From an optimization exercise on the open Yosys and OpenROAD flow, aimed at small area, a short achievable clock period and few clock cycles per item; shortcuts taken in it are not production practice.
Only simulation tests tie the RTL to the original design; equivalence was not proved.

### design/flow/config.mk
export PLATFORM = sky130hd
export DESIGN_NAME = aes128_core
export DESIGN_NICKNAME = aes128_core
export VERILOG_FILES = /design/flow/design.v
export SDC_FILE = /design/flow/constraint.sdc
export NUM_CORES = 4
export LEC_CHECK = 0
export ABC_AREA = 1
export CAP_MARGIN = 20
export CORE_MARGIN = 2
export CORE_UTILIZATION = 55
export PLACE_DENSITY = 0.7
export SLEW_MARGIN = 20
### design/flow/constraint.sdc
create_clock -name core_clock -period 10.0 [get_ports {clk}]
set_input_delay 2.0000 -clock core_clock [delete_from_list [all_inputs] [get_ports {clk}]]
set_output_delay 2.0000 -clock core_clock [all_outputs]
set_load 0.01 [all_outputs]
### design/flow/design.v
module aes128_core (
    input  wire         clk,
    input  wire         rst,         
    input  wire         in_valid,
    output wire         in_ready,
    input  wire [127:0] key,
    input  wire [127:0] block_in,
    output reg          out_valid,
    output wire [127:0] block_out
);
    function automatic [17:0] sbox_nl(input [7:0] x);
        reg U0,U1,U2,U3,U4,U5,U6,U7;
        reg T1,T2,T3,T4,T5,T6,T7,T8,T9,T10,T11,T12,T13,T14,T15,T16,T17,T18,T19,T20,T21,T22,T23,T24,T25,T26,T27,M1,M2,M3,M4,M5,M6,M7,M8,M9,M10,M11,M12,M13,M14,M15,M16,M17,M18,M19,M20,M21,M22,M23,M24,M25,M26,M27,M28,M29,M30,M31,M32,M33,M34,M35,M36,M37,M38,M39,M40,M41,M42,M43,M44,M45,M46,M47,M48,M49,M50,M51,M52,M53,M54,M55,M56,M57,M58,M59,M60,M61,M62,M63;
        begin
            {U0,U1,U2,U3,U4,U5,U6,U7} = x;
            T1 = U0 ^ U3;
            T2 = U0 ^ U5;
            T3 = U0 ^ U6;
            T4 = U3 ^ U5;
            T5 = U4 ^ U6;
            T6 = T1 ^ T5;
            T7 = U1 ^ U2;
            T8 = U7 ^ T6;
            T9 = U7 ^ T7;
            T10 = T6 ^ T7;
            T11 = U1 ^ U5;
            T12 = U2 ^ U5;
            T13 = T3 ^ T4;
            T14 = T6 ^ T11;
            T15 = T5 ^ T11;
            T16 = T5 ^ T12;
            T17 = T9 ^ T16;
            T18 = U3 ^ U7;
            T19 = T7 ^ T18;
            T20 = T1 ^ T19;
            T21 = U6 ^ U7;
            T22 = T7 ^ T21;
            T23 = T2 ^ T22;
            T24 = T2 ^ T10;
            T25 = T20 ^ T17;
            T26 = T3 ^ T16;
            T27 = T1 ^ T12;
            M1 = T13 & T6;
            M2 = T23 & T8;
            M3 = T14 ^ M1;
            M4 = T19 & U7;
            M5 = M4 ^ M1;
            M6 = T3 & T16;
            M7 = T22 & T9;
            M8 = T26 ^ M6;
            M9 = T20 & T17;
            M10 = M9 ^ M6;
            M11 = T1 & T15;
            M12 = T4 & T27;
            M13 = M12 ^ M11;
            M14 = T2 & T10;
            M15 = M14 ^ M11;
            M16 = M3 ^ M2;
            M17 = M5 ^ T24;
            M18 = M8 ^ M7;
            M19 = M10 ^ M15;
            M20 = M16 ^ M13;
            M21 = M17 ^ M15;
            M22 = M18 ^ M13;
            M23 = M19 ^ T25;
            M24 = M22 ^ M23;
            M25 = M22 & M20;
            M26 = M21 ^ M25;
            M27 = M20 ^ M21;
            M28 = M23 ^ M25;
            M29 = M28 & M27;
            M30 = M26 & M24;
            M31 = M20 & M23;
            M32 = M27 & M31;
            M33 = M27 ^ M25;
            M34 = M21 & M22;
            M35 = M24 & M34;
            M36 = M24 ^ M25;
            M37 = M21 ^ M29;
            M38 = M32 ^ M33;
            M39 = M23 ^ M30;
            M40 = M35 ^ M36;
            M41 = M38 ^ M40;
            M42 = M37 ^ M39;
            M43 = M37 ^ M38;
            M44 = M39 ^ M40;
            M45 = M42 ^ M41;
            M46 = M44 & T6;
            M47 = M40 & T8;
            M48 = M39 & U7;
            M49 = M43 & T16;
            M50 = M38 & T9;
            M51 = M37 & T17;
            M52 = M42 & T15;
            M53 = M45 & T27;
            M54 = M41 & T10;
            M55 = M44 & T13;
            M56 = M40 & T23;
            M57 = M39 & T19;
            M58 = M43 & T3;
            M59 = M38 & T22;
            M60 = M37 & T20;
            M61 = M42 & T1;
            M62 = M45 & T4;
            M63 = M41 & T2;
            sbox_nl = {M46, M47, M48, M49, M50, M51, M52, M53, M54, M55, M56, M57, M58, M59, M60, M61, M62, M63};
        end
    endfunction
    function automatic [7:0] sbox_lin(input [17:0] m);
        reg M46,M47,M48,M49,M50,M51,M52,M53,M54,M55,M56,M57,M58,M59,M60,M61,M62,M63;
        reg L0,L1,L2,L3,L4,L5,L6,L7,L8,L9,L10,L11,L12,L13,L14,L15,L16,L17,L18,L19,L20,L21,L22,L23,L24,L25,L26,L27,L28,L29;
        begin
            {M46, M47, M48, M49, M50, M51, M52, M53, M54, M55, M56, M57, M58, M59, M60, M61, M62, M63} = m;
            L0 = M61 ^ M62;
            L1 = M50 ^ M56;
            L2 = M46 ^ M48;
            L3 = M47 ^ M55;
            L4 = M54 ^ M58;
            L5 = M49 ^ M61;
            L6 = M62 ^ L5;
            L7 = M46 ^ L3;
            L8 = M51 ^ M59;
            L9 = M52 ^ M53;
            L10 = M53 ^ L4;
            L11 = M60 ^ L2;
            L12 = M48 ^ M51;
            L13 = M50 ^ L0;
            L14 = M52 ^ M61;
            L15 = M55 ^ L1;
            L16 = M56 ^ L0;
            L17 = M57 ^ L1;
            L18 = M58 ^ L8;
            L19 = M63 ^ L4;
            L20 = L0 ^ L1;
            L21 = L1 ^ L7;
            L22 = L3 ^ L12;
            L23 = L18 ^ L2;
            L24 = L15 ^ L9;
            L25 = L6 ^ L10;
            L26 = L7 ^ L9;
            L27 = L8 ^ L10;
            L28 = L11 ^ L14;
            L29 = L11 ^ L17;
            sbox_lin = {L6 ^ L24, ~(L16 ^ L26), ~(L19 ^ L28), L6 ^ L21, L20 ^ L22, L25 ^ L29, ~(L13 ^ L27), ~(L6 ^ L23)};
        end
    endfunction
    function automatic [7:0] xtime(input [7:0] b);
        xtime = {b[6:0], 1'b0} ^ (b[7] ? 8'h1b : 8'h00);
    endfunction
    function automatic [31:0] mix_column(input [31:0] col);
        reg [7:0] a0, a1, a2, a3;
        begin
            a0 = col[31:24]; a1 = col[23:16]; a2 = col[15:8]; a3 = col[7:0];
            mix_column = {xtime(a0) ^ xtime(a1) ^ a1 ^ a2 ^ a3,
                          a0 ^ xtime(a1) ^ xtime(a2) ^ a2 ^ a3,
                          a0 ^ a1 ^ xtime(a2) ^ xtime(a3) ^ a3,
                          xtime(a0) ^ a0 ^ a1 ^ a2 ^ xtime(a3)};
        end
    endfunction
    function automatic [127:0] mix_columns(input [127:0] s);
        mix_columns = {mix_column(s[127:96]), mix_column(s[95:64]),
                       mix_column(s[63:32]),  mix_column(s[31:0])};
    endfunction
    function automatic [127:0] shift_rows(input [127:0] s);
        integer r, c;
        for (c = 0; c < 4; c = c + 1)
            for (r = 0; r < 4; r = r + 1)
                shift_rows[127 - 8*(4*c + r) -: 8] = s[127 - 8*(4*((c + r) % 4) + r) -: 8];
    endfunction
    function automatic [287:0] nl_state(input [127:0] s);
        integer i;
        for (i = 0; i < 16; i = i + 1)
            nl_state[287 - 18*i -: 18] = sbox_nl(s[127 - 8*i -: 8]);
    endfunction
    function automatic [71:0] nl_word(input [31:0] w);
        integer i;
        for (i = 0; i < 4; i = i + 1)
            nl_word[71 - 18*i -: 18] = sbox_nl(w[31 - 8*i -: 8]);
    endfunction
    function automatic [127:0] lin_state(input [287:0] m);
        integer i;
        for (i = 0; i < 16; i = i + 1)
            lin_state[127 - 8*i -: 8] = sbox_lin(m[287 - 18*i -: 18]);
    endfunction
    function automatic [31:0] lin_word(input [71:0] m);
        integer i;
        for (i = 0; i < 4; i = i + 1)
            lin_word[31 - 8*i -: 8] = sbox_lin(m[71 - 18*i -: 18]);
    endfunction
    reg  [127:0] s1;
    reg  [127:0] k1;
    reg  [7:0]   rc1;
    reg          v1;          
    reg  [287:0] m2;
    reg  [71:0]  t2;
    reg  [127:0] k2;
    reg  [7:0]   rc2;
    reg          v2;
    reg  [127:0] res;
    reg          rdy;
    wire [127:0] sb = lin_state(m2);
    wire [31:0]  w0 = k2[127:96] ^ lin_word(t2) ^ {rc2, 24'h000000};
    wire [31:0]  w1 = k2[95:64]  ^ w0;
    wire [31:0]  w2 = k2[63:32]  ^ w1;
    wire [31:0]  w3 = k2[31:0]   ^ w2;
    wire [127:0] rk = {w0, w1, w2, w3};
    wire         last = (rc2 == 8'h36);
    wire         free = !v2 || last;
    assign in_ready  = rdy;
    assign block_out = res;
    always @(posedge clk) begin
        m2  <= nl_state(shift_rows(s1));
        t2  <= nl_word({k1[23:0], k1[31:24]});
        k2  <= k1;
        rc2 <= rc1;
        if (free) begin
            s1  <= block_in ^ key;
            k1  <= key;
            rc1 <= 8'h01;
        end else begin
            s1  <= mix_columns(sb) ^ rk;
            k1  <= rk;
            rc1 <= xtime(rc2);
        end
        res <= sb ^ rk;
        if (rst) begin
            v1        <= 1'b0;
            v2        <= 1'b0;
            out_valid <= 1'b0;
            rdy       <= 1'b1;
        end else begin
            v2        <= v1;
            v1        <= free ? in_valid : 1'b1;
            out_valid <= v2 && last;
            rdy       <= !v1 || (rc1 == 8'h36);
        end
    end
endmodule
### design/flow/flow/run.sh
#!/bin/bash
# Layout flow: the standard flow (standard.sh) with two changes.
# - The input and output port buffers are sky130_fd_sc_hd__buf_2 cells rather
#   than the delay buffer that buffer_ports picks by default. Every port still
#   gets its own buffer.
# - Timing repair aims for a setup slack of at least 6.7 ns at the design's
#   10 ns clock, so that the resizer speeds up the critical paths; the clock
#   and the constraints are the design's, unchanged.
set -euo pipefail
export BUFFER_PORTS_ARGS="-buffer_cell sky130_fd_sc_hd__buf_2"
export SETUP_SLACK_MARGIN=6.7
bash standard.sh > standard_flow.log 2>&1
### design/flow/standard.sh
#!/bin/bash
# synth_recipe.tcl (not shown) runs the flow's synth.tcl, then flattens the netlist and writes it again
# the make line also repeats each setting of config.mk as NAME=value (left out here)
make -C /OpenROAD-flow-scripts/flow DESIGN_CONFIG=/design/flow/config.mk WORK_HOME=/design/flow/orfs CLKGATE_MAP_FILE= SYNTH_SCRIPT=/design/flow/synth_recipe.tcl "${@:-finish}"
==> impl_metrics.tcl, run 1 <==
set metrics [dict create \
    synth.area.top_cells "dfxtp_1, nand2_1, xor2_1" \
    start_util 0.557 \
    grtUsageTotal 0.379 \
    worstHoldStart "k1[40]" \
    grt_max_degree 79 \
    min_path_type "reg -> reg" \
    fp.dieW_um 334 \
    drive_gt1_frac 0.124 \
    num_vias 58021 \
    ctsHtreeMaxLevel 3 \
    final.setup_skew_ns 0.0314 \
    grt_pass1_wl_um 317000 \
    max_clock_freq_mhz 299 \
    max-cap-violations 0 \
    synth_seq_cells 892 \
    ant_nets 0 \
    place_congestion 1.02 \
    finalWorstSetupSlack_ns 6.65 \
    synthArstFlopShare 0 \
    io_pins 389 \
    nets 9846 \
    hold_slack_ns 0.318 \
    nFillCells 9928 \
    grt_pass1_vias 52654 \
    start_kind "flop" \
    routedWlPerCell_um 20.0 \
    route.detailed.drc 0 \
    synthCells 9144 \
    r2r-start "t2[26]" \
    slew_headroom 0.239 \
    finalCriticalPeriod_ns 3.35 \
    cts_tree "built" \
    cts_root_buffer "clkbuf_16" \
    die-area_um2 111000 \
    antenna_found_initial 9 \
    drtPass1Iterations 7 \
    cts_sinks 892 \
    yosysTopAreaCell "dfxtp_1" \
    core_area_um2 107000 \
    area_growth_pct 16.0 \
    fin_crit_sh 0.335 \
    path_clk_slew_ns 0.07 \
    synth_cell_types 40 \
    tightest_slew_ns 1.14 \
    core.rowCount 120 \
    synth_top_flop_cell "dfxtp_1" \
    grt_overflow_total 0 \
    rsz0062_at_grt "true" \
    hold_viol 0 \
    io_buffer_count 388 \
    synth_edf_count 0 \
    utilization 0.646 \
    clk_path_buf_depth 3 \
    clk_latency_ns 0.71 \
    wl_um 221000 \
    startpoint "t2[26]" \
    syn-num-nets 9443 \
    yosysWarnings 1 \
    status "complete, no violations" \
    regArea_um2 18200 \
    setup_viol 0 \
    drtIter0Drc 5299 \
    drv_slew 0 \
    worst_setup_path_end_kind "flop" \
    cp_max_fo 5 \
    syn_avg_cell_area_um2 6.54 \
    setup-tns-final_ns 0 \
    syn_area_um2 59800 \
    cts_made_buffers 99 \
    synth_commonest_cells "nand2_1, xor2_1, inv_1, dfxtp_1, nand3_1" \
    synth.top_cell.area_share 0.299 \
    crit_required_ns 10.58 \
    place_worst_setup_slack_ns 6.15 \
    path_class "reg -> reg" \
    dp_hpwl_um 182000 \
    via_per_inst 5.26 \
    arrival_ns 3.92 \
    yosysMostFrequentCell "nand2_1" \
    die_h_um 334 \
    ys_seq_area_frac 0.299 \
    multi_input_area_um2 39900 \
]
[flip-flops by register name, indices dropped and copies added, names as in the netlist]
signal / cells
k1: 128
v1: 1
s1: 128
k2: 128
out_valid: 1
t2: 72
m2: 288
rdy: 1
res: 128
v2: 1
rc1: 8
rc2: 8
[placed cells by master, fill, tap and decap left out, types with 17 or more instances in the layout]
cell       count
nand2_2      133
nor2_1       569
nand3b_1      35
dfxtp_1      754
xor2_2       107
dfxtp_4       69
inv_1        972
o21ai_0      191
dfxtp_2       69
clkbuf_16     99
nand3_1      683
nand2_1     3530
xor2_4        24
nand4_1       47
buf_4         57
or2_2         27
xor2_1       939
o21ai_1       17
buf_2        388
a21oi_1       44
xnor2_2       75
ha_1          40
xnor2_1      555
clkbuf_1      19
[logic make-up (layout without fill, tap and decap cells)]
kind of cell	count (synthesis)	in the layout	share of synthesized area
AO/OA/AOI/OAI	294	294	0.0256
XOR/XNOR	1713	1713	0.255
adder cells (fa/ha/maj)	40	40	0.00837
buffers and inverters	1134	1615	0.0730
flip-flops	892	892	0.299
other	0	7	0
AND/OR/NAND/NOR	5071	5073	0.340
[worst max-delay path, cell delays in order, from the launching register on]
cell and delay [ns]:
dfxtp_1 0.32, inv_1 0.13, nand2_1 0.08, nand2_1 0.11
xor2_1 0.32, xnor2_1 0.27, xor2_2 0.57, nand2_1 0.10
nand2_1 0.36, nand2_1 0.09, nand2_1 0.21, nand2_1 0.11
nand2_1 0.19, nor2_1 0.06, o21ai_0 0.29
[layer usage]
layer  global-route usage  share of wire  up-vias  wire, um
met5                    0        0.00027        -        59
met4                0.210          0.064        8     14200
met3               0.0549          0.083      486     18300
met2                0.606           0.44     2429     97400
met1                0.493           0.41    26627     91300
li1                     -              -    28471         -
[area by class of cell]
| type | count | area share |
|---|---|---|
| sequential | 892 | 0.262 |
| clock inverter | 48 | 0.00788 |
| multi-input combinational | 7120 | 0.576 |
| antenna | 7 | 0.000253 |
| timing repair buffer | 449 | 0.0349 |
| clock buffer | 133 | 0.0397 |
| tap | 1403 | 0.0253 |
| inverter | 985 | 0.0536 |
[worst paths after layout]
path                 end  slack, ns  cells after the start
hold / removal    k2[40]       0.32                      0
setup / recovery  s1[14]       6.65                     14
hold reg to reg   k2[40]       0.32                      0
setup reg to reg  s1[14]       6.65                     14
[repair_timing]
action,4_1_cts,5_1_grt
endpoints found under the setup margin,274,365
pin swaps,6,42
gates resized for setup,161,508
hold buffers,0,0
cloned,0,2
buffers inserted,6,41
[metrics by stage]
stage                     area, um2  std cells
after CTS                     66900      10987
final                         69400      11037
after floorplan               59800       9144
after global routing          69300      11030
after detailed placement      62900      10800
after global placement        62900      10800
Testbench counts, summed over its fixed seeds: cycles 32,024, blocks 3,200.
==> run 2, diff against run 1 <==
--- a/design/flow/design.v
+++ b/design/flow/design.v
@@ -199,26 +199,27 @@
     reg  [127:0] res;
     reg          rdy;
     wire [127:0] sb = lin_state(m2);
-    wire [31:0]  w0 = k2[127:96] ^ lin_word(t2) ^ {rc2, 24'h000000};
-    wire [31:0]  w1 = k2[95:64]  ^ w0;
-    wire [31:0]  w2 = k2[63:32]  ^ w1;
-    wire [31:0]  w3 = k2[31:0]   ^ w2;
-    wire [127:0] rk = {w0, w1, w2, w3};
+    wire [31:0]  tk = lin_word(t2);
+    wire [127:0] rk = k2 ^ {tk, tk, tk, tk};
     wire         last = (rc2 == 8'h36);
     wire         free = !v2 || last;
+    wire [31:0]  rcw = {rc1, 24'h000000};
     assign in_ready  = rdy;
     assign block_out = res;
     always @(posedge clk) begin
-        m2  <= nl_state(shift_rows(s1));
+        m2  <= nl_state(shift_rows(s1 ^ k1));
         t2  <= nl_word({k1[23:0], k1[31:24]});
-        k2  <= k1;
+        k2  <= {k1[127:96] ^ rcw,
+                k1[127:96] ^ k1[95:64] ^ rcw,
+                k1[127:96] ^ k1[95:64] ^ k1[63:32] ^ rcw,
+                k1[127:96] ^ k1[95:64] ^ k1[63:32] ^ k1[31:0] ^ rcw};
         rc2 <= rc1;
         if (free) begin
-            s1  <= block_in ^ key;
+            s1  <= block_in;
             k1  <= key;
             rc1 <= 8'h01;
         end else begin
-            s1  <= mix_columns(sb) ^ rk;
+            s1  <= mix_columns(sb);
             k1  <= rk;
             rc1 <= xtime(rc2);
         end
==> impl_metrics.tcl, run 2 <==
set metrics [dict create \
    rsz0062_at_grt "true" \
    routedWlPerCell_um 18.8 \
    yosysTopAreaCell "dfxtp_1" \
    min_path_cells 0 \
    synth_seq_cells 892 \
    utilization 0.669 \
    io_pins 389 \
    max-cap-violations 0 \
    synth_edf_count 0 \
    synth.area.top_cells "dfxtp_1, nand2_1, xor2_1" \
    top_register "m2" \
    cts_root_buffer "clkbuf_16" \
    layout_commonest_cell "nand2_1" \
    max_clock_freq_mhz 296 \
    io_buffer_count 388 \
    ant_nets 0 \
    cts_made_buffers 97 \
    tightest_slew_ns 1.17 \
    drtIter0Drc 4622 \
    ys_seq_area_frac 0.306 \
    place_worst_setup_slack_ns 6.19 \
    clk_path_buf_depth 3 \
    grtUsageTotal 0.348 \
    wl_um 199000 \
    drtPass1Iterations 8 \
    synth_commonest_cells "nand2_1, xor2_1, dfxtp_1, inv_1, xnor2_1" \
    antenna_found_initial 17 \
    grt_max_degree 138 \
    arrival_ns 3.87 \
    num_vias 54948 \
    die_h_um 330 \
    dpl_cell_area_um2 62200 \
    die-area_um2 109000 \
    syn_area_um2 58400 \
    slew_headroom 0.212 \
    cp-endpoint "s1[121]" \
    clk_latency_ns 0.69 \
    dp_hpwl_um 160000 \
    mostFrequentLayoutCells "nand2_1, xor2_1, dfxtp_1" \
    setup-tns-final_ns 0 \
    largest_reg_flops 288 \
    r2r-start "m2[218]" \
    grt_overflow_total 0 \
    finalWorstSetupSlack_ns 6.63 \
    drv_slew 0 \
    fin_crit_sh 0.337 \
    finalCriticalPeriod_ns 3.37 \
    crit_required_ns 10.50 \
    core.rowCount 119 \
    grt_pass1_vias 49763 \
    path_class "reg -> reg" \
    min_path_type "reg -> reg" \
    regToRegSetupSlack_ns 6.63 \
    drive_gt1_frac 0.182 \
    synthArstFlopShare 0 \
    cts_tree "built" \
    hold_viol 0 \
    grt_pass1_wl_um 287000 \
    nets 9412 \
    cp_max_fo 4 \
    core_area_um2 105000 \
    synthCells 8519 \
    worst_setup_path_end_kind "flop" \
    fp.dieW_um 330 \
    via_per_inst 5.19 \
    start_kind "flop" \
    place_congestion 1.00 \
    syn-num-nets 8818 \
    yosysWarnings 1 \
    setup_viol 0 \
    r2r-end "s1[121]" \
    yosysMostFrequentCell "nand2_1" \
    path_clk_slew_ns 0.06 \
    final.setup_skew_ns 0.0235 \
    startpoint "m2[218]" \
    synth_top_flop_cell "dfxtp_1" \
    reg2reg_depth 8 \
    area_growth_pct 20.6 \
    status "complete, no violations" \
    cts_sinks 892 \
    syn_avg_cell_area_um2 6.86 \
    synth_cell_types 43 \
    start_util 0.555 \
    fin_area_um2 70500 \
    synth.top_cell.area_share 0.306 \
    nFillCells 9169 \
    ctsHtreeMaxLevel 3 \
    route.detailed.drc 0 \
]
## run 2: changes by cell type after synthesis, moves of 27 or more
cell / change
inv_1: -260
nand3_1: -228
nand2_1: -114
nor2_1: -92
buf_2: -61
nand2_2: +45
xnor2_2: +27
## run 2: cell type report
class | instances | area (um2) | area share
Inverter | 736 | 2790 | 0.0397
Tap cell | 1391 | 1740 | 0.0247
Timing Repair Buffer | 574 | 3370 | 0.0478
Sequential cell | 892 | 18200 | 0.259
Clock inverter | 54 | 753 | 0.0107
Antenna cell | 9 | 22.5 | 0.000320
Clock buffer | 127 | 2760 | 0.0392
Multi-Input combinational cell | 6812 | 40800 | 0.579
## run 2: cells by family after synthesis
kind of cell	share of synthesized area
flops	0.306
xor+xnor	0.286
simple gates	0.319
compound gates	0.0267
buf+inv	0.0537
fa+ha+maj	0.00857
## run 2: critical path, cell delays in order (launching register included)
cell     delay (ns)
dfxtp_1        0.37
xnor2_4        0.29
xor2_1         0.20
xor2_1         0.18
xor2_1         0.90
xnor2_1        0.31
xor2_1         0.25
xnor2_1        0.16
o21ai_1        0.53
## run 2: worst min path at each step
stage / from / endpoint / slack (ns)
4_1_cts: rc1[6] / rc2[6] / 0.39
3_5_place_dp: rc1[7] / rc2[7] / 0.37
2_1_floorplan: rc1[7] / rc2[7] / 0.36
3_3_place_gp: rc1[7] / rc2[7] / 0.37
6_report: rc1[7] / rc2[7] / 0.38
5_1_grt: rc1[7] / rc2[7] / 0.40
## run 2: timing repair
action,in CTS,in global routing
pin swaps,17,142
gates resized for setup,238,727
hold buffers,0,0
buffers inserted,9,126
endpoints found under the setup margin,211,333
## run 2: per-layer routing
layer | up-vias | share of wire | global-route usage
met1 | 25389 | 0.41 | 0.461
met2 | 2036 | 0.45 | 0.562
li1 | 27050 | - | -
met5 | - | 0.00016 | 0
met3 | 467 | 0.079 | 0.0438
met4 | 6 | 0.055 | 0.170
## run 2: metrics by stage
stage	std cells	hold slack [ns]
floorplan	8519	0.362
global placement	10270	0.372
detailed placement	10270	0.372
CTS	10460	0.386
global route	10587	0.398
finish	10595	0.384
Testbench counts of run 2, summed over its fixed seeds: cycles 32,024, blocks 3,200.
==> run 3, diff against run 2 <==
==> design/flow/flow/run.sh (replaced) <==
#!/bin/bash
# Layout flow: the standard flow (standard.sh) with three changes.
# - Synthesis is the standard synthesis script (synth_recipe.tcl, ORFS's
#   synth.tcl) except that ABC maps the logic with flow/abc_map_area.script,
#   an area-oriented mapping. Registers are mapped before ABC runs, so they
#   are the standard synthesis's, with the same names and cells.
# - The input and output port buffers are sky130_fd_sc_hd__buf_2 cells rather
#   than the delay buffer that buffer_ports picks by default. Every port still
#   gets its own buffer.
# - Timing repair aims for a setup slack of at least 6.7 ns at the design's
#   10 ns clock, so that the resizer speeds up the critical paths; the clock
#   and the constraints are the design's, unchanged.
set -euo pipefail
here=$(pwd)
# synth.tcl with the ABC script replaced right after the preamble sets it
sed "s#^source \$::env(SCRIPTS_DIR)/synth_preamble.tcl\$#&\nset abc_args [lreplace \$abc_args 1 1 $here/flow/abc_map_area.script]#" \
  "$FLOW_HOME/scripts/synth.tcl" > my_synth_body.tcl
grep -q "abc_map_area.script" my_synth_body.tcl
sed "s#^source \$::env(SCRIPTS_DIR)/synth.tcl\$#source $here/my_synth_body.tcl#" synth_recipe.tcl > my_synth.tcl
grep -q "my_synth_body.tcl" my_synth.tcl
sed "s#SYNTH_SCRIPT=[^ ]*#SYNTH_SCRIPT=$here/my_synth.tcl#" standard.sh > my_standard.sh
grep -q "my_synth.tcl" my_standard.sh
export BUFFER_PORTS_ARGS="-buffer_cell sky130_fd_sc_hd__buf_2"
export SETUP_SLACK_MARGIN=6.7
bash my_standard.sh > standard_flow.log 2>&1
==> design/flow/flow/abc_map_area.script (new file) <==
strash
dch
map -a
topo
stime -c
buffer -c
upsize -c
dnsize -c
==> impl_metrics.tcl, run 3 <==
set metrics [dict create \
    route.detailed.drc 0 \
    min_path_type "reg -> reg" \
    drv_slew 0 \
    via_per_inst 5.20 \
    ant_nets 0 \
    synthArstFlopShare 0 \
    antenna_found_initial 10 \
    yosysTopAreaCell "dfxtp_1" \
    cp_max_fo 4 \
    nFillCells 6596 \
    grt_max_degree 215 \
    place_congestion 1.01 \
    largest_reg_flops 288 \
    clk_latency_ns 0.68 \
    crit_required_ns 10.55 \
    final.setup_skew_ns 0.0187 \
    finalWorstSetupSlack_ns 6.37 \
    place_worst_setup_slack_ns 6.09 \
    core.rowCount 110 \
    setup_viol 0 \
    cts_tree "built" \
    path_clk_slew_ns 0.06 \
    synth_edf_count 0 \
    synth_commonest_cells "xor2_1, nand2_1, dfxtp_1, xnor2_1, nor2_1" \
    drtPass1Iterations 6 \
    nets 7231 \
    fin_area_um2 66500 \
    io_buffer_count 388 \
    synth.top_cell.area_share 0.355 \
    yosysWarnings 1 \
    num_vias 42614 \
    syn_avg_cell_area_um2 8.37 \
    dpl.cell_count 7536 \
    drive_gt1_frac 0.331 \
    syn-num-nets 6301 \
    ctsHtreeMaxLevel 3 \
    worstHoldStart "k1[119]" \
    cts_root_buffer "clkbuf_16" \
    top_register "m2" \
    cts_made_buffers 95 \
    synth_top_flop_cell "dfxtp_1" \
    core_area_um2 90300 \
    fin_crit_sh 0.363 \
    setup-tns-final_ns 0 \
    synth_cell_types 58 \
    startpoint "k1[19]" \
    tightest_slew_ns 1.15 \
    synth.area.top_cells "dfxtp_1, xor2_1, xnor2_1" \
    layout_commonest_cell "xor2_1" \
    worst_setup_path_end_kind "flop" \
    r2r-start "k1[19]" \
    start_util 0.557 \
    grt_pass1_vias 41012 \
    slew_headroom 0.233 \
    start_kind "flop" \
    synthCells 6002 \
    drtIter0Drc 3404 \
    layout.cells.non_filler 8192 \
    die_h_um 306 \
    path_class "reg -> reg" \
    yosysMostFrequentCell "xor2_1" \
    cts_sinks 892 \
    status "complete, no violations" \
    die-area_um2 93800 \
    grtUsageTotal 0.350 \
    finalCriticalPeriod_ns 3.63 \
    max-cap-violations 0 \
    dp_hpwl_um 132000 \
    grt_overflow_total 0 \
    rsz0062_at_grt "true" \
    ys_seq_area_frac 0.355 \
    arrival_ns 4.18 \
    mostFrequentLayoutCells "xor2_1, nand2_1, dfxtp_1" \
    grt_pass1_wl_um 246000 \
    clk_path_buf_depth 3 \
    fp.dieW_um 306 \
    area_growth_pct 32.4 \
    io_pins 389 \
    hold_viol 0 \
    dpl_cell_area_um2 54000 \
    max_clock_freq_mhz 276 \
    wl_um 176000 \
    syn_area_um2 50300 \
    hold_buffers 0 \
    routedWlPerCell_um 21.5 \
    synth_seq_cells 892 \
]
## run 3: cell types whose count changed after synthesis, moves of 29 or more
| cell | change |
|---|---|
| nand2_1 | -2516 |
| nand3_1 | -384 |
| inv_1 | -271 |
| xnor2_1 | +221 |
| xor2_1 | +180 |
| or2_1 | +96 |
| or2_2 | +74 |
| o21ai_0 | +48 |
| inv_2 | +37 |
| nand3b_1 | -32 |
| nor2_1 | +31 |
| nand4_1 | -29 |
## run 3: kinds of logic after synthesis
kind of cell | synth area share
xor gates and xnor gates | 0.381
DFF | 0.355
buffers and inverters | 0.0431
adders and majority gates | 0.00996
AOI/OAI and AO/OA | 0.0474
and+or+nand+nor | 0.164
## run 3: through the flow
stage	utilization	hold slack, ns
floorplan	-	0.362
global placement	0.598	0.370
detailed placement	0.598	0.376
CTS	0.685	0.391
global route	0.737	0.390
finish	0.737	0.385
## run 3: layer usage
metal / up-vias / GRT usage / part of all wire / routed length [um]
met5: - / 0 / 0.00013 / 23
li1: 20058 / - / - / -
met2: 1676 / 0.563 / 0.46 / 80800
met1: 20406 / 0.463 / 0.41 / 73000
met4: 4 / 0.175 / 0.057 / 10100
met3: 470 / 0.0469 / 0.070 / 12400
## run 3: cell type report
cell class	instances	area (um2)	area share
inverters	503	1930	0.0291
flip-flops and latches	892	18100	0.272
multi-input cells	4539	35800	0.537
clock inverters	43	457	0.00686
well taps	1176	1470	0.0221
repair buffers	901	6050	0.0910
diodes	5	12.5	0.000188
clock buffers	133	2770	0.0416
## run 3: worst paths after layout
| kind | endpoint | slack [ns] | cells past startpoint |
|---|---|---|---|
| max | m2[109] | 6.37 | 17 |
| min | k2[119] | 0.38 | 0 |
| max reg2reg | m2[109] | 6.37 | 17 |
| min reg2reg | k2[119] | 0.38 | 0 |
## run 3: critical path, stage by stage (launching register included)
cell and delay (ns):
dfxtp_1 0.37, xnor2_1 0.34, or2_1 0.17, nand2_2 0.07, or2_1 0.22, nand2_2 0.10, xor2_2 0.20, ha_1 0.28
xor2_1 0.22, xor2_1 0.29, xor2_2 0.22, buf_4 0.17, inv_4 0.04, nor2_4 0.18, a32o_2 0.21, xor2_2 0.21
xnor2_1 0.16, nor2_1 0.06
## run 3: what timing repair did
| action | in CTS | in global routing |
|---|---|---|
| pin swaps | 278 | 425 |
| setup endpoints to repair | 326 | 336 |
| gates resized for setup | 617 | 758 |
| buffers inserted | 272 | 203 |
| gates cloned | 0 | 0 |
| endpoints found under the hold margin | 0 | 0 |
==> run 4, diff against run 3 <==
--- a/design/flow/flow/run.sh
+++ b/design/flow/flow/run.sh
@@ -7,7 +7,7 @@
 # - The input and output port buffers are sky130_fd_sc_hd__buf_2 cells rather
 #   than the delay buffer that buffer_ports picks by default. Every port still
 #   gets its own buffer.
-# - Timing repair aims for a setup slack of at least 6.7 ns at the design's
+# - Timing repair aims for a setup slack of at least 6.4 ns at the design's
 #   10 ns clock, so that the resizer speeds up the critical paths; the clock
 #   and the constraints are the design's, unchanged.
 set -euo pipefail
@@ -21,5 +21,5 @@
 sed "s#SYNTH_SCRIPT=[^ ]*#SYNTH_SCRIPT=$here/my_synth.tcl#" standard.sh > my_standard.sh
 grep -q "my_synth.tcl" my_standard.sh
 export BUFFER_PORTS_ARGS="-buffer_cell sky130_fd_sc_hd__buf_2"
-export SETUP_SLACK_MARGIN=6.7
+export SETUP_SLACK_MARGIN=6.4
 bash my_standard.sh > standard_flow.log 2>&1
--- a/design/flow/config.mk
+++ b/design/flow/config.mk
@@ -8,6 +8,6 @@
 export ABC_AREA = 1
 export CAP_MARGIN = 20
 export CORE_MARGIN = 2
-export CORE_UTILIZATION = 55
-export PLACE_DENSITY = 0.7
+export CORE_UTILIZATION = 45
+export PLACE_DENSITY = 0.6
 export SLEW_MARGIN = 20
==> impl_metrics.tcl, run 4 <==
set metrics [dict create \
    status "complete, no violations" \
    reg2reg_depth 19 \
    max_clock_freq_mhz 278 \
    setup-tns-final_ns 0 \
    die_h_um 338 \
    arrival_ns 4.17 \
    hold_path_end "k2[109]" \
    syn-num-nets 6301 \
    yosysMostFrequentCell "xor2_1" \
    crit_path_top_delay_cell "dfxtp_2" \
    start_kind "flop" \
    antenna_found_initial 15 \
    grt_pass1_vias 37922 \
    place_congestion 0.956 \
    nets 6967 \
    fin_area_um2 61900 \
    path_class "reg -> reg" \
    clk_path_buf_depth 3 \
    min_path_cells 0 \
    cp_max_fo 5 \
    syn_avg_cell_area_um2 8.37 \
    r2r-start "k1[8]" \
    yosysWarnings 1 \
    drv_slew 0 \
    synthArstFlopShare 0 \
    path_buf_inv 4 \
    path_clk_slew_ns 0.06 \
    nFillCells 10138 \
    core_area_um2 111000 \
    synth.top_cell.area_share 0.355 \
    r2r-end "m2[163]" \
    drtPass1Iterations 6 \
    synth_cell_types 58 \
    final.setup_skew_ns 0.0280 \
    setup_viol 0 \
    layout_commonest_cell "xor2_1" \
    slowest_delay_ns 0.39 \
    hold_viol 0 \
    synthAdderAreaFrac 0.00996 \
    io_pins 389 \
    largest_reg_flops 288 \
    top_register "m2" \
    synth-xor-area-share 0.381 \
    ant_nets 0 \
    cts_made_buffers 98 \
    mostFrequentLayoutCells "xor2_1, nand2_1, dfxtp_1" \
    synth_commonest_cells "xor2_1, nand2_1, dfxtp_1, xnor2_1, nor2_1" \
    synthCells 6002 \
    grtUsageTotal 0.280 \
    synth-compound-area-share 0.0474 \
    finalCriticalPeriod_ns 3.60 \
    die-area_um2 114000 \
    start_util 0.454 \
    regToRegSetupSlack_ns 6.40 \
    num_vias 39898 \
    crit_family "XOR/XNOR gates" \
    slew_headroom 0.181 \
    routedWlPerCell_um 20.5 \
    utilization 0.559 \
    fin_crit_sh 0.360 \
    drtIter0Drc 3034 \
    yosysTopAreaCell "dfxtp_1" \
    synth_seq_cells 892 \
    synth_top_flop_cell "dfxtp_1" \
    timing.critical_path.cells "inv_1 -> or2_2 -> nand2_1 -> inv_1 -> nand2_1 -> nand2_2 -> xor2_1 -> ha_1 -> xor2_2 -> xor2_1 -> xnor2_2 -> inv_2 -> nor2_4 -> o21ai_2 -> inv_2 -> nor2_4 -> xor2_2 -> xnor2_1 -> nor2_1" \
    max-cap-violations 0 \
    dpl_cell_area_um2 54300 \
    synth_top_family_by_area "XOR/XNOR gates" \
    syn_area_um2 50300 \
    hold_slack_ns 0.374 \
    io_buffer_count 388 \
    worstHoldStart "k1[109]" \
    synth_edf_count 0 \
    area_growth_pct 23.2 \
    rsz0062_at_grt "true" \
    synth-simple-area-share 0.164 \
    cts_sinks 892 \
    worst_setup_path_end_kind "flop" \
    dp_hpwl_um 136000 \
    wl_um 169000 \
    crit_required_ns 10.57 \
    ctsHtreeMaxLevel 3 \
    core.rowCount 122 \
    tightest_slew_ns 1.22 \
    drive_gt1_frac 0.233 \
    grt_overflow_total 0 \
    synth.area.top_cells "dfxtp_1, xor2_1, xnor2_1" \
    route.detailed.drc 0 \
    clk_latency_ns 0.70 \
    grt_max_degree 96 \
    cts_root_buffer "clkbuf_16" \
    ys_seq_area_frac 0.355 \
    muxShareOfSynthArea 0 \
    min_path_type "reg -> reg" \
    fp.dieW_um 338 \
    grt_pass1_wl_um 239000 \
    cts_tree "built" \
    via_per_inst 4.84 \
]
==> run 4: cell types whose count changed in the layout (fill, tap and decap cells not counted), moves of 49 or more <==
cell,previous run,this run
buf_4,453,243
xnor2_1,752,804
inv_1,355,424
buf_6,56,1
nor2_1,413,497
inv_2,130,74
nand2_1,791,878
xor2_1,1104,1153
nor2_2,87,19
nand2_4,109,53
==> run 4: repair_timing <==
| action | in CTS | in global routing |
|---|---|---|
| hold buffers | 0 | 0 |
| buffers inserted | 43 | 146 |
| pin swaps | 47 | 228 |
| endpoints found under the setup margin | 121 | 225 |
| resized for setup | 143 | 488 |
==> run 4: worst max-delay path by stage <==
stage,from,to,cells after the start
final,k1[8],m2[163],19
after global routing,k1[41],m2[235],18
after CTS,k1[37],m2[1],19
after detailed placement,k1[21],t2[55],17
after global placement,k1[22],t2[55],17
after floorplan,k1[1],m2[217],19
==> run 4: area by class of cell <==
class	instances	area, um2	share of cell area
diodes	3	7.51	0.000121
clock buffers	130	2780	0.0448
clock inverters	46	606	0.00978
inverters	503	1900	0.0307
multi-input cells	4539	33000	0.532
flip-flops and latches	892	18000	0.290
well taps	1488	1860	0.0301
repair buffers	634	3820	0.0617
==> run 4: cells by family (layout without fill, tap and decap cells) <==
kind of cell,after synthesis,count (layout)
other,0,3
XOR/XNOR,2144,2144
flip-flops,892,892
AO/OA/AOI/OAI,421,421
adder cells (fa/ha/maj),40,40
AND/OR/NAND/NOR,1934,1934
buffers and inverters,571,1313
==> run 4: per-stage QoR <==
| step | instances | worst slack [ns] |
|---|---|---|
| after floorplan | 6002 | 6.58 |
| after global placement | 7867 | 6.05 |
| after detailed placement | 7867 | 6.02 |
| after CTS | 8086 | 6.40 |
| after global routing | 8232 | 6.23 |
| final | 8235 | 6.40 |
==> run 4: routing by layer <==
| layer | vias up | share of wire | GRT usage |
|---|---|---|---|
| met3 | 245 | 0.069 | 0.0445 |
| met4 | 4 | 0.035 | 0.0926 |
| li1 | 19541 | - | - |
| met1 | 18761 | 0.45 | 0.384 |
| met5 | - | 0.00011 | 0 |
| met2 | 1347 | 0.45 | 0.449 |
==> run 4: worst register-to-register path, cell delays in order, from the launching register on <==
cell     delay [ns]
dfxtp_2        0.39
inv_1          0.14
or2_2          0.29
nand2_1        0.18
inv_1          0.12
nand2_1        0.12
nand2_2        0.11
xor2_1         0.19
ha_1           0.33
xor2_2         0.16
xor2_1         0.19
xnor2_2        0.30
inv_2          0.10
nor2_4         0.13
o21ai_2        0.09
inv_2          0.09
nor2_4         0.05
xor2_2         0.19
xnor2_1        0.22
nor2_1         0.08
==> run 5, diff against run 4 <==
--- a/design/flow/design.v
+++ b/design/flow/design.v
@@ -199,27 +199,26 @@
     reg  [127:0] res;
     reg          rdy;
     wire [127:0] sb = lin_state(m2);
-    wire [31:0]  tk = lin_word(t2);
-    wire [127:0] rk = k2 ^ {tk, tk, tk, tk};
+    wire [31:0]  w0 = k2[127:96] ^ lin_word(t2) ^ {rc2, 24'h000000};
+    wire [31:0]  w1 = k2[95:64]  ^ w0;
+    wire [31:0]  w2 = k2[63:32]  ^ w1;
+    wire [31:0]  w3 = k2[31:0]   ^ w2;
+    wire [127:0] rk = {w0, w1, w2, w3};
     wire         last = (rc2 == 8'h36);
     wire         free = !v2 || last;
-    wire [31:0]  rcw = {rc1, 24'h000000};
     assign in_ready  = rdy;
     assign block_out = res;
     always @(posedge clk) begin
-        m2  <= nl_state(shift_rows(s1 ^ k1));
+        m2  <= nl_state(shift_rows(s1));
         t2  <= nl_word({k1[23:0], k1[31:24]});
-        k2  <= {k1[127:96] ^ rcw,
-                k1[127:96] ^ k1[95:64] ^ rcw,
-                k1[127:96] ^ k1[95:64] ^ k1[63:32] ^ rcw,
-                k1[127:96] ^ k1[95:64] ^ k1[63:32] ^ k1[31:0] ^ rcw};
+        k2  <= k1;
         rc2 <= rc1;
         if (free) begin
-            s1  <= block_in;
+            s1  <= block_in ^ key;
             k1  <= key;
             rc1 <= 8'h01;
         end else begin
-            s1  <= mix_columns(sb);
+            s1  <= mix_columns(sb) ^ rk;
             k1  <= rk;
             rc1 <= xtime(rc2);
         end
==> impl_metrics.tcl, run 5 <==
set metrics [dict create \
    status "complete, no violations" \
    hold_buffers 0 \
    setup-tns-final_ns 0 \
    num_vias 39357 \
    final.setup_skew_ns 0.0308 \
    top_register "m2" \
    synth_edf_count 0 \
    mostFrequentLayoutCells "xor2_1, nand2_1, dfxtp_1" \
    place_worst_setup_slack_ns 5.98 \
    layout_commonest_cell "xor2_1" \
    finalCriticalPeriod_ns 3.49 \
    finalWorstSetupSlack_ns 6.51 \
    utilization 0.529 \
    cp_max_fo 4 \
    ys_seq_area_frac 0.346 \
    tightest_slew_ns 1.11 \
    start_util 0.452 \
    arrival_ns 4.03 \
    synth_commonest_cells "xor2_1, nand2_1, dfxtp_1, xnor2_1, inv_1" \
    fin_crit_sh 0.349 \
    max_clock_freq_mhz 286 \
    path_class "reg -> reg" \
    io_buffer_count 388 \
    hold_viol 0 \
    grt_pass1_vias 38021 \
    route.detailed.drc 0 \
    dp_hpwl_um 136000 \
    yosysTopAreaCell "dfxtp_1" \
    core_area_um2 114000 \
    path_clk_slew_ns 0.07 \
    yosysMostFrequentCell "xor2_1" \
    cts_sinks 892 \
    ant_nets 0 \
    worstHoldStart "k1[105]" \
    routedWlPerCell_um 20.1 \
    max-cap-violations 0 \
    drtIter0Drc 2562 \
    synth_seq_cells 892 \
    drtPass1Iterations 6 \
    setup_viol 0 \
    synthCells 6155 \
    min_path_type "reg -> reg" \
    area_growth_pct 17.1 \
    die-area_um2 117000 \
    antenna_found_initial 10 \
    dpl_cell_area_um2 55400 \
    cts_tree "built" \
    clk_latency_ns 0.69 \
    cts_made_buffers 96 \
    grt_max_degree 169 \
    cts_root_buffer "clkbuf_16" \
    largest_reg_flops 288 \
    r2r-start "t2[35]" \
    grt_overflow_total 0 \
    synth.area.top_cells "dfxtp_1, xor2_1, xnor2_1" \
    grtUsageTotal 0.274 \
    synth_top_flop_cell "dfxtp_1" \
    syn_area_um2 51500 \
    crit_required_ns 10.54 \
    syn-num-nets 6454 \
    fp.dieW_um 342 \
    clk_path_buf_depth 3 \
    start_kind "flop" \
    die_h_um 342 \
    grt_pass1_wl_um 238000 \
    drive_gt1_frac 0.178 \
    rsz0062_at_grt "true" \
    fin_area_um2 60300 \
    wl_um 165000 \
    synth_cell_types 56 \
    startpoint "t2[35]" \
    synth.top_cell.area_share 0.346 \
    worst_setup_path_end_kind "flop" \
    yosysWarnings 1 \
    ctsHtreeMaxLevel 3 \
    syn_avg_cell_area_um2 8.37 \
    place_congestion 0.964 \
    io_pins 389 \
    nets 6938 \
    drv_slew 0 \
    slew_headroom 0.254 \
    core.rowCount 124 \
    synthArstFlopShare 0 \
    via_per_inst 4.78 \
]
run 5: changes by cell type in the layout (fill, tap and decap cells not counted), sizes merged, moves of 7 or more:
cell    change
clkbuf     -11
a31oi      +21
inv       +136
nand3      -38
o21ai      -55
or2        -28
buf       -173
o21a        +7
xnor2      -82
nor2       +72
xor2      +118
nand2      -28
nor3b       +7
run 5: final timing paths:
path | to | slack (ns) | depth (start not counted)
worst min register to register | k2[105] | 0.32 | 0
worst min-delay path | k2[105] | 0.32 | 0
worst max register to register | s1[13] | 6.51 | 9
worst max-delay path | s1[13] | 6.51 | 9
run 5: final cells by class:
class	count	area, um2
diodes	2	5.00
inverters	637	2390
clock buffers	119	2630
flip-flops and latches	892	17900
multi-input cells	4551	32300
repair buffers	461	2510
clock inverters	58	718
fillers	10772	53700
well taps	1512	1890
run 5: per-stage QoR:
step	hold slack, ns	std cells
after floorplan	0.310	6155
after global placement	0.310	8011
after detailed placement	0.312	8012
after CTS	0.323	8192
after global routing	0.326	8230
final	0.320	8232
run 5: logic make-up after synthesis:
| logic type | count (synthesis) | share of synthesized area |
|---|---|---|
| compound gates | 408 | 0.0476 |
| buf+inv | 712 | 0.0522 |
| flops | 892 | 0.346 |
| mux | 6 | 0.00119 |
| simple gates | 1917 | 0.158 |
| xor+xnor | 2180 | 0.385 |
| fa+ha+maj | 40 | 0.00971 |
run 5: worst max-delay path: stages, from the launching register on:
cell and delay [ns]:
dfxtp_1 0.37, xor2_1 0.27, xor2_1 0.28, xnor2_1 0.19
xor2_1 0.59, xnor2_2 0.36, xor2_2 0.44, xnor2_1 0.25
xor2_1 0.44, o21ai_0 0.16
run 5: per-layer routing:
metal  up-vias  track usage  share of wire
li1      19456            -              -
met1     18372        0.371           0.45
met2      1258        0.441           0.45
met3       259       0.0398          0.063
met4        12       0.0997          0.038
met5         -            0        0.00042
run 5: repair_timing:
| item | in CTS | in global routing |
|---|---|---|
| gates cloned | 0 | 0 |
| endpoints found under the hold margin | 0 | 0 |
| setup endpoints to repair | 36 | 176 |
| resized for setup | 30 | 196 |
| pin swaps | 3 | 37 |
| buffers inserted | 3 | 38 |
Testbench counts of run 5, summed over its fixed seeds: cycles 32,024, blocks 3,200.
==> run 6, diff against run 5 <==
==> design/flow/flow/abc_map_area.script (replaced) <==
strash
&get -n
&dch
&nf -R 1000
&put
topo
stime -c
buffer -c
upsize -c
dnsize -c
==> impl_metrics.tcl, run 6 <==
set metrics [dict create \
    finalCriticalPeriod_ns 3.56 \
    die-area_um2 110000 \
    yosysMostFrequentCell "xnor2_1" \
    wl_um 158000 \
    status "complete, no violations" \
    ys_seq_area_frac 0.368 \
    dpl.cell_count 6871 \
    routedWlPerCell_um 22.4 \
    final.setup_skew_ns 0.0383 \
    start_kind "flop" \
    area_growth_pct 18.5 \
    drtIter0Drc 2863 \
    core_area_um2 107000 \
    path_class "reg -> reg" \
    route.detailed.drc 0 \
    path_buf_inv 0 \
    layout_commonest_cell "xnor2_1" \
    finalWorstSetupSlack_ns 6.44 \
    crit_path_top_delay_cell "xnor2_2" \
    mostFrequentLayoutCells "xnor2_1, dfxtp_1, xor2_1" \
    via_per_inst 4.96 \
    multi_input_area_um2 31500 \
    worst_setup_path_end_kind "flop" \
    met1_usage 0.377 \
    yosysWarnings 1 \
    grt_pass1_vias 34518 \
    synthArstFlopShare 0 \
    syn_area_um2 48500 \
    grt_busiest_layer "met2" \
    ant_nets 0 \
    synth.area.top_cells "dfxtp_1, xnor2_1, xor2_1" \
    dp_hpwl_um 128000 \
    ctsHtreeMaxLevel 3 \
    fp.dieW_um 332 \
    crit_required_ns 10.55 \
    clk_latency_ns 0.70 \
    num_vias 35023 \
    arrival_ns 4.11 \
    synth_edf_count 0 \
    top_register "m2" \
    grt_overflow_total 0 \
    io_buffer_count 388 \
    yosysTopAreaCell "dfxtp_1" \
    hold_slack_ns 0.316 \
    hold_buffers 0 \
    timing.critical_path.cells "xor2_1 -> xnor2_1 -> xor2_1 -> xnor2_2 -> xnor2_1 -> xnor2_1 -> xor2_1 -> xnor2_1 -> nor2_1 -> a21oi_1" \
    grt_use_met3 0.0336 \
    nets 5879 \
    setup_viol 0 \
    core.rowCount 120 \
    cts_tree "built" \
    nFillCells 9813 \
    use_met2 0.447 \
    grt_max_degree 140 \
    fin_crit_sh 0.356 \
    place_worst_setup_slack_ns 5.94 \
    synth_commonest_cells "xnor2_1, dfxtp_1, xor2_1, nor2_1, nand2_1" \
    place_congestion 0.969 \
    drtPass1Iterations 5 \
    cp_common_cell "xnor2_1" \
    max-cap-violations 0 \
    max_clock_freq_mhz 281 \
    grtUsageTotal 0.278 \
    synth_seq_cells 892 \
    synth_top_flop_cell "dfxtp_1" \
    cts_made_buffers 96 \
    drive_gt1_frac 0.167 \
    start_util 0.453 \
    regArea_um2 17900 \
    cts_root_buffer "clkbuf_16" \
    io_pins 389 \
    crit_family "XOR/XNOR gates" \
    slew_headroom 0.237 \
    min_path_type "reg -> reg" \
    largest_reg_flops 288 \
    slowest_delay_ns 0.60 \
    synthCells 5092 \
    syn-num-nets 5391 \
    setup-tns-final_ns 0 \
    cts_sinks 892 \
    layout.cells.non_filler 7062 \
    clk_path_buf_depth 3 \
    die_h_um 332 \
    path_clk_slew_ns 0.07 \
    drv_slew 0 \
    antenna_found_initial 4 \
    cp_max_fo 6 \
    hold_viol 0 \
    synth.top_cell.area_share 0.368 \
    regToRegSetupSlack_ns 6.44 \
    syn_avg_cell_area_um2 9.53 \
    synth_cell_types 50 \
    rsz0062_at_grt "true" \
    grt_pass1_wl_um 227000 \
    tightest_slew_ns 1.14 \
]
-- run 6: final cells by class --
class / instances / area share
Antenna cell: 4 / 0.000174
Inverter: 88 / 0.00575
Clock inverter: 43 / 0.00971
Clock buffer: 130 / 0.0481
Multi-Input combinational cell: 4026 / 0.549
Tap cell: 1403 / 0.0305
Timing Repair Buffer: 476 / 0.0458
Sequential cell: 892 / 0.311
-- run 6: cells by family (layout without fill, tap and decap cells) --
| group | count (synthesis) | after routing | share of synthesized area |
|---|---|---|---|
| compound gates | 371 | 371 | 0.0430 |
| xor+xnor | 2568 | 2568 | 0.477 |
| fa+ha+maj | 40 | 40 | 0.0103 |
| buf+inv | 175 | 737 | 0.0138 |
| flops | 892 | 892 | 0.368 |
| mux | 10 | 10 | 0.00224 |
| other cells | 0 | 4 | 0 |
| simple gates | 1036 | 1037 | 0.0856 |
-- run 6: worst paths after layout --
path | startpoint | end | cells after the start
max | m2[200] | s1[68] | 10
min | k1[79] | k2[79] | 0
max reg2reg | m2[200] | s1[68] | 10
min reg2reg | k1[79] | k2[79] | 0
-- run 6: stage by stage --
step | instance area, um2 | utilization
floorplan | 48500 | -
global placement | 52500 | 0.490
detailed placement | 52500 | 0.490
CTS | 56100 | 0.524
global route | 57500 | 0.537
finish | 57500 | 0.537
-- run 6: what timing repair did --
item,4_1_cts,5_1_grt
gates cloned,0,1
buffers inserted,0,13
endpoints found under the setup margin,70,175
gates resized for setup,39,185
pin swaps,0,14
-- run 6: layer usage --
metal,vias to the layer above,share of wire
met5,-,0
met2,1228,0.45
met3,245,0.060
li1,16757,-
met1,16793,0.44
met4,0,0.043
-- run 6: worst register-to-register path: stages (launching register included) --
cell,delay (ns)
dfxtp_1,0.36
xor2_1,0.41
xnor2_1,0.28
xor2_1,0.21
xnor2_2,0.60
xnor2_1,0.20
xnor2_1,0.32
xor2_1,0.37
xnor2_1,0.17
nor2_1,0.43
a21oi_1,0.08
==> run 7, diff against run 6 <==
==> design/flow/flow/abc_map_area.script (replaced) <==
strash
dch
map -a
topo
stime -c
buffer -c
upsize -c
dnsize -c
--- a/design/flow/config.mk
+++ b/design/flow/config.mk
@@ -9,5 +9,6 @@
 export CAP_MARGIN = 20
 export CORE_MARGIN = 2
 export CORE_UTILIZATION = 45
+export GPL_TIMING_DRIVEN = 1
 export PLACE_DENSITY = 0.6
 export SLEW_MARGIN = 20
==> impl_metrics.tcl, run 7 <==
set metrics [dict create \
    synth-simple-area-share 0.158 \
    grt_pass1_vias 38021 \
    synthArstFlopShare 0 \
    synth_commonest_cells "xor2_1, nand2_1, dfxtp_1, xnor2_1, inv_1" \
    ctsHtreeMaxLevel 3 \
    synth_top_flop_cell "dfxtp_1" \
    synth_top_family_by_area "XOR/XNOR gates" \
    synth.top_cell.area_share 0.346 \
    syn-num-nets 6454 \
    synth_seq_cells 892 \
    regToRegSetupSlack_ns 6.51 \
    drtIter0Drc 2562 \
    grt_max_degree 169 \
    route.detailed.drc 0 \
    drive_gt1_frac 0.178 \
    synthAdderAreaFrac 0.00971 \
    synth_cell_types 56 \
    utilization 0.529 \
    status "complete, no violations" \
    via_per_inst 4.78 \
    finalCriticalPeriod_ns 3.49 \
    tightest_slew_ns 1.11 \
    die-area_um2 117000 \
    hold_path_end "k2[105]" \
    grt_overflow_total 0 \
    dp_hpwl_um 136000 \
    core.rowCount 124 \
    largest_reg_flops 288 \
    start_util 0.452 \
    max_clock_freq_mhz 286 \
    synth_edf_count 0 \
    ant_nets 0 \
    nFillCells 10772 \
    ys_seq_area_frac 0.346 \
    area_growth_pct 17.1 \
    cts_root_buffer "clkbuf_16" \
    grtUsageTotal 0.274 \
    wl_um 165000 \
    multi_input_area_um2 32300 \
    routedWlPerCell_um 20.1 \
    grt_pass1_wl_um 238000 \
    worst_setup_path_end_kind "flop" \
    min_path_cells 0 \
    muxShareOfSynthArea 0.00119 \
    io_pins 389 \
    mostFrequentLayoutCells "xor2_1, nand2_1, dfxtp_1" \
    synth-xor-area-share 0.385 \
    layout_commonest_cell "xor2_1" \
    synth-compound-area-share 0.0476 \
    regArea_um2 17900 \
    worstHoldStart "k1[105]" \
    nets 6938 \
    setup-tns-final_ns 0 \
    final.setup_skew_ns 0.0308 \
    num_vias 39357 \
    rsz0062_at_grt "true" \
    path_class "reg -> reg" \
    reg2reg_depth 9 \
    r2r-start "t2[35]" \
    yosysTopAreaCell "dfxtp_1" \
    die_h_um 342 \
    syn_avg_cell_area_um2 8.37 \
    yosysMostFrequentCell "xor2_1" \
    synthCells 6155 \
    clk_latency_ns 0.69 \
    synth.area.top_cells "dfxtp_1, xor2_1, xnor2_1" \
    drtPass1Iterations 6 \
    crit_required_ns 10.54 \
    clk_path_buf_depth 3 \
    core_area_um2 114000 \
    arrival_ns 4.03 \
    cts_made_buffers 96 \
    cts_tree "built" \
    min_path_type "reg -> reg" \
    place_congestion 0.964 \
    setup_viol 0 \
    cts_sinks 892 \
    fin_crit_sh 0.349 \
    hold_buffers 0 \
    syn_area_um2 51500 \
    antenna_found_initial 10 \
    io_buffer_count 388 \
    yosysWarnings 1 \
    fp.dieW_um 342 \
    drv_slew 0 \
    r2r-end "s1[13]" \
    path_clk_slew_ns 0.07 \
    top_register "m2" \
    cp_max_fo 4 \
    hold_viol 0 \
    slew_headroom 0.254 \
    start_kind "flop" \
    max-cap-violations 0 \
]
## run 7: changes by cell type in the layout (fill, tap and decap cells not counted), sizes merged, moves of 42 or more
cell / before / now
xnor2: 1781 / 814
nor2: 646 / 603
or2: 3 / 181
inv: 91 / 643
nand2: 291 / 1060
nand3: 1 / 43
a21oi: 155 / 72
o21ai: 151 / 234
xor2: 787 / 1366
## run 7: how the worst max path moves through the flow
stage,from,to
2_1_floorplan,s1[78],m2[19]
3_3_place_gp,t2[62],s1[28]
3_5_place_dp,t2[62],s1[28]
4_1_cts,t2[59],s1[57]
5_1_grt,s1[38],m2[1]
6_report,t2[35],s1[13]
## run 7: logic make-up (layout without fill, tap and decap cells)
logic type | Yosys count | after routing
multiplexers | 6 | 6
XOR/XNOR | 2180 | 2180
adder cells (fa/ha/maj) | 40 | 40
buffers and inverters | 712 | 1275
other | 0 | 2
flip-flops | 892 | 892
AND/OR/NAND/NOR | 1917 | 1917
AO/OA/AOI/OAI | 408 | 408
## run 7: final cells by class
type,instances,area share
antenna,2,0.0000829
clock buffer,119,0.0436
inverter,637,0.0397
clock inverter,58,0.0119
sequential,892,0.297
timing repair buffer,461,0.0416
multi-input combinational,4551,0.535
tap,1512,0.0313
## run 7: timing repair
item,CTS,global route
pin swaps,3,37
resized for setup,30,196
buffers inserted,3,38
setup endpoints to repair,36,176
## run 7: through the flow
stage / instances / area, um2 / worst slack (ns) / hold WS, ns
after floorplan: 6155 / 51500 / 6.80 / 0.310
after global placement: 8011 / 55400 / 5.89 / 0.310
after detailed placement: 8012 / 55400 / 5.98 / 0.312
after CTS: 8192 / 59000 / 6.36 / 0.323
after global routing: 8230 / 60300 / 6.31 / 0.326
final: 8232 / 60300 / 6.51 / 0.320
## run 7: critical path, stage by stage (launching register included)
cell and delay [ns]:
dfxtp_1 0.37, xor2_1 0.27, xor2_1 0.28, xnor2_1 0.19, xor2_1 0.59, xnor2_2 0.36, xor2_2 0.44, xnor2_1 0.25
xor2_1 0.44, o21ai_0 0.16
## run 7: routing by layer
metal,vias to the layer above,global-route usage,share of wire
li1,19456,-,-
met1,18372,0.371,0.45
met2,1258,0.441,0.45
met3,259,0.0398,0.063
met4,12,0.0997,0.038
met5,-,0,0.00042
==> run 8, diff against run 7 <==
--- a/design/flow/config.mk
+++ b/design/flow/config.mk
@@ -8,7 +8,6 @@
 export ABC_AREA = 1
 export CAP_MARGIN = 20
 export CORE_MARGIN = 2
-export CORE_UTILIZATION = 45
-export GPL_TIMING_DRIVEN = 1
-export PLACE_DENSITY = 0.6
+export CORE_UTILIZATION = 55
+export PLACE_DENSITY = 0.65
 export SLEW_MARGIN = 20
==> impl_metrics.tcl, run 8 <==
set metrics [dict create \
    status "complete, no violations" \
    r2r-start "m2[287]" \
    rsz0062_at_grt "false" \
    drtPass1Iterations 6 \
    layout.cells.non_filler 7950 \
    synth.area.top_cells "dfxtp_1, xor2_1, xnor2_1" \
    io_pins 389 \
    num_vias 39597 \
    finalWorstSetupSlack_ns 6.48 \
    crit_required_ns 10.48 \
    drv_slew 0 \
    syn-num-nets 6454 \
    r2r-end "s1[109]" \
    path_clk_slew_ns 0.06 \
    hold_buffers 0 \
    grt_overflow_total 0 \
    antenna_found_initial 12 \
    min_path_cells 0 \
    finalCriticalPeriod_ns 3.52 \
    cts_made_buffers 96 \
    start_kind "flop" \
    cts_tree "built" \
    grt_max_degree 212 \
    nets 6911 \
    yosysWarnings 1 \
    path_class "reg -> reg" \
    dpl.cell_count 7738 \
    core_area_um2 93000 \
    route.detailed.drc 0 \
    via_per_inst 4.98 \
    largest_reg_flops 288 \
    start_util 0.554 \
    fp.dieW_um 310 \
    max-cap-violations 0 \
    io_buffer_count 388 \
    syn_avg_cell_area_um2 8.37 \
    wl_um 160000 \
    fin_crit_sh 0.352 \
    nFillCells 8208 \
    dp_hpwl_um 129000 \
    syn_area_um2 51500 \
    drtIter0Drc 3422 \
    grt_pass1_wl_um 227000 \
    synth_seq_cells 892 \
    synth_edf_count 0 \
    cp_max_fo 4 \
    slew_headroom 0.290 \
    cts_root_buffer "clkbuf_16" \
    synth_top_flop_cell "dfxtp_1" \
    top_register "m2" \
    mostFrequentLayoutCells "xor2_1, nand2_1, dfxtp_1" \
    drive_gt1_frac 0.172 \
    core.rowCount 112 \
    yosysTopAreaCell "dfxtp_1" \
    ys_seq_area_frac 0.346 \
    reg2reg_depth 11 \
    synth_cell_types 56 \
    clk_path_buf_depth 3 \
    final.setup_skew_ns 0.0413 \
    grtUsageTotal 0.320 \
    hold_path_end "k2[67]" \
    die_h_um 310 \
    setup-tns-final_ns 0 \
    arrival_ns 4.00 \
    max_clock_freq_mhz 284 \
    layout_commonest_cell "xor2_1" \
    tightest_slew_ns 1.06 \
    worst_setup_path_end_kind "flop" \
    hold_viol 0 \
    synthArstFlopShare 0 \
    synth_commonest_cells "xor2_1, nand2_1, dfxtp_1, xnor2_1, inv_1" \
    regToRegSetupSlack_ns 6.48 \
    ctsHtreeMaxLevel 3 \
    area_growth_pct 16.1 \
    synthCells 6155 \
    yosysMostFrequentCell "xor2_1" \
    grt_pass1_vias 37444 \
    routedWlPerCell_um 20.1 \
    ant_nets 0 \
    cts_sinks 892 \
    worstHoldStart "k1[67]" \
    setup_viol 0 \
    die-area_um2 96200 \
    clk_latency_ns 0.69 \
    place_worst_setup_slack_ns 6.01 \
    min_path_type "reg -> reg" \
    synth.top_cell.area_share 0.346 \
    place_congestion 0.971 \
]
==> run 8: worst max-delay path by stage <==
stage | start | end | slack [ns] | depth (start not counted)
2_1_floorplan | s1[78] | m2[19] | 6.80 | 17
3_3_place_gp | t2[25] | s1[11] | 6.00 | 11
3_5_place_dp | t2[62] | s1[28] | 6.01 | 13
4_1_cts | t2[62] | s1[28] | 6.26 | 13
5_1_grt | s1[121] | m2[280] | 6.30 | 17
6_report | m2[287] | s1[109] | 6.48 | 11
==> run 8: cell type report <==
| cell class | instances | area [um2] | share of cell area |
|---|---|---|---|
| inverters | 637 | 2390 | 0.0400 |
| diodes | 5 | 12.5 | 0.000209 |
| clock buffers | 127 | 2730 | 0.0457 |
| flip-flops and latches | 892 | 17900 | 0.299 |
| repair buffers | 434 | 2330 | 0.0390 |
| clock inverters | 50 | 583 | 0.00975 |
| multi-input cells | 4551 | 32300 | 0.540 |
| well taps | 1254 | 1570 | 0.0262 |
==> run 8: logic make-up (layout without fill, tap and decap cells) <==
logic type	after synthesis	in the layout	synth area share
other cells	0	5	0
mux	6	6	0.00119
fa+ha+maj	40	40	0.00971
xor+xnor	2180	2180	0.385
compound gates	408	408	0.0476
flops	892	892	0.346
simple gates	1917	1917	0.158
buf+inv	712	1248	0.0522
==> run 8: layer usage <==
metal | up-vias | part of all wire | track usage
li1 | 19416 | - | -
met1 | 18517 | 0.44 | 0.430
met2 | 1383 | 0.46 | 0.525
met3 | 267 | 0.071 | 0.0425
met4 | 14 | 0.037 | 0.115
met5 | - | 0.00054 | 0
==> run 8: worst max-delay path: stages (launching register included) <==
cell and delay (ns):
dfxtp_1 0.32, inv_1 0.06, or2_2 0.26, nand2_1 0.11, xor2_1 0.30, xor2_1 0.20, or2_2 0.13, nand2_1 0.32
xnor2_1 0.57, xor2_1 0.24, xor2_1 0.15, o21ai_0 0.67
==> run 8: per-stage QoR <==
stage          hold slack [ns]   util  area [um2]
2_1_floorplan            0.310      -       51500
3_3_place_gp             0.310  0.590       54900
5_1_grt                  0.326  0.643       59800
4_1_cts                  0.323  0.628       58400
6_report                 0.313  0.643       59800
3_5_place_dp             0.312  0.590       54900
==> run 8: what timing repair did <==
item                       CTS  global route
resized for setup           24           199
hold endpoints to repair     0             0
gates cloned                 0             1
setup buffers                0            29
pin swaps                    0            28
setup endpoints to repair   38           230

==> static timing again, ports no longer ideal <==
The results above use ideal ports. As a check the final layouts listed here were re-extracted and re-timed, cells and wires unchanged. Step 1 sets driving cells, clkbuf_16 on the clock port and buf_2 on the other inputs (assumed; they add their load-dependent delay and slew). Step 2, shift: input delay + t, output delay - t, t = (earliest + latest rising clock arrival at the registers) / 2. This alone moves slack from input paths to output paths. a / b / c = ideal ports / drivers / drivers and shift; a / b = the first two.
| run | t, ns | setup WS [ns] | latest minus earliest clock arrival (ns) | worst slew at a driven data input, ns | pins driven straight from the clock port |
|---|---|---|---|---|---|
| run 1 | 0.772 | 6.654 / 6.654 / 6.654 | 0.031 / 0.032 | 0.09 | 1 |
| run 2 | 0.755 | 6.627 / 6.627 / 6.627 | 0.024 / 0.024 | 0.20 | 1 |
| run 3 | 0.744 | 6.371 / 6.371 / 6.371 | 0.021 / 0.021 | 0.09 | 1 |
| run 4 | 0.760 | 6.397 / 6.397 / 6.397 | 0.029 / 0.029 | 0.12 | 1 |
| run 5 | 0.753 | 6.507 / 6.466 / 6.507 | 0.034 / 0.034 | 0.20 | 1 |
| run 6 | 0.750 | 6.438 / 6.438 / 6.438 | 0.039 / 0.039 | 0.09 | 1 |
| run 7 | 0.753 | 6.507 / 6.466 / 6.507 | 0.034 / 0.034 | 0.20 | 1 |
| run 8 | 0.748 | 6.482 / 6.482 / 6.482 | 0.042 / 0.043 | 0.08 | 1 |
After both steps every run listed still meets setup and hold.
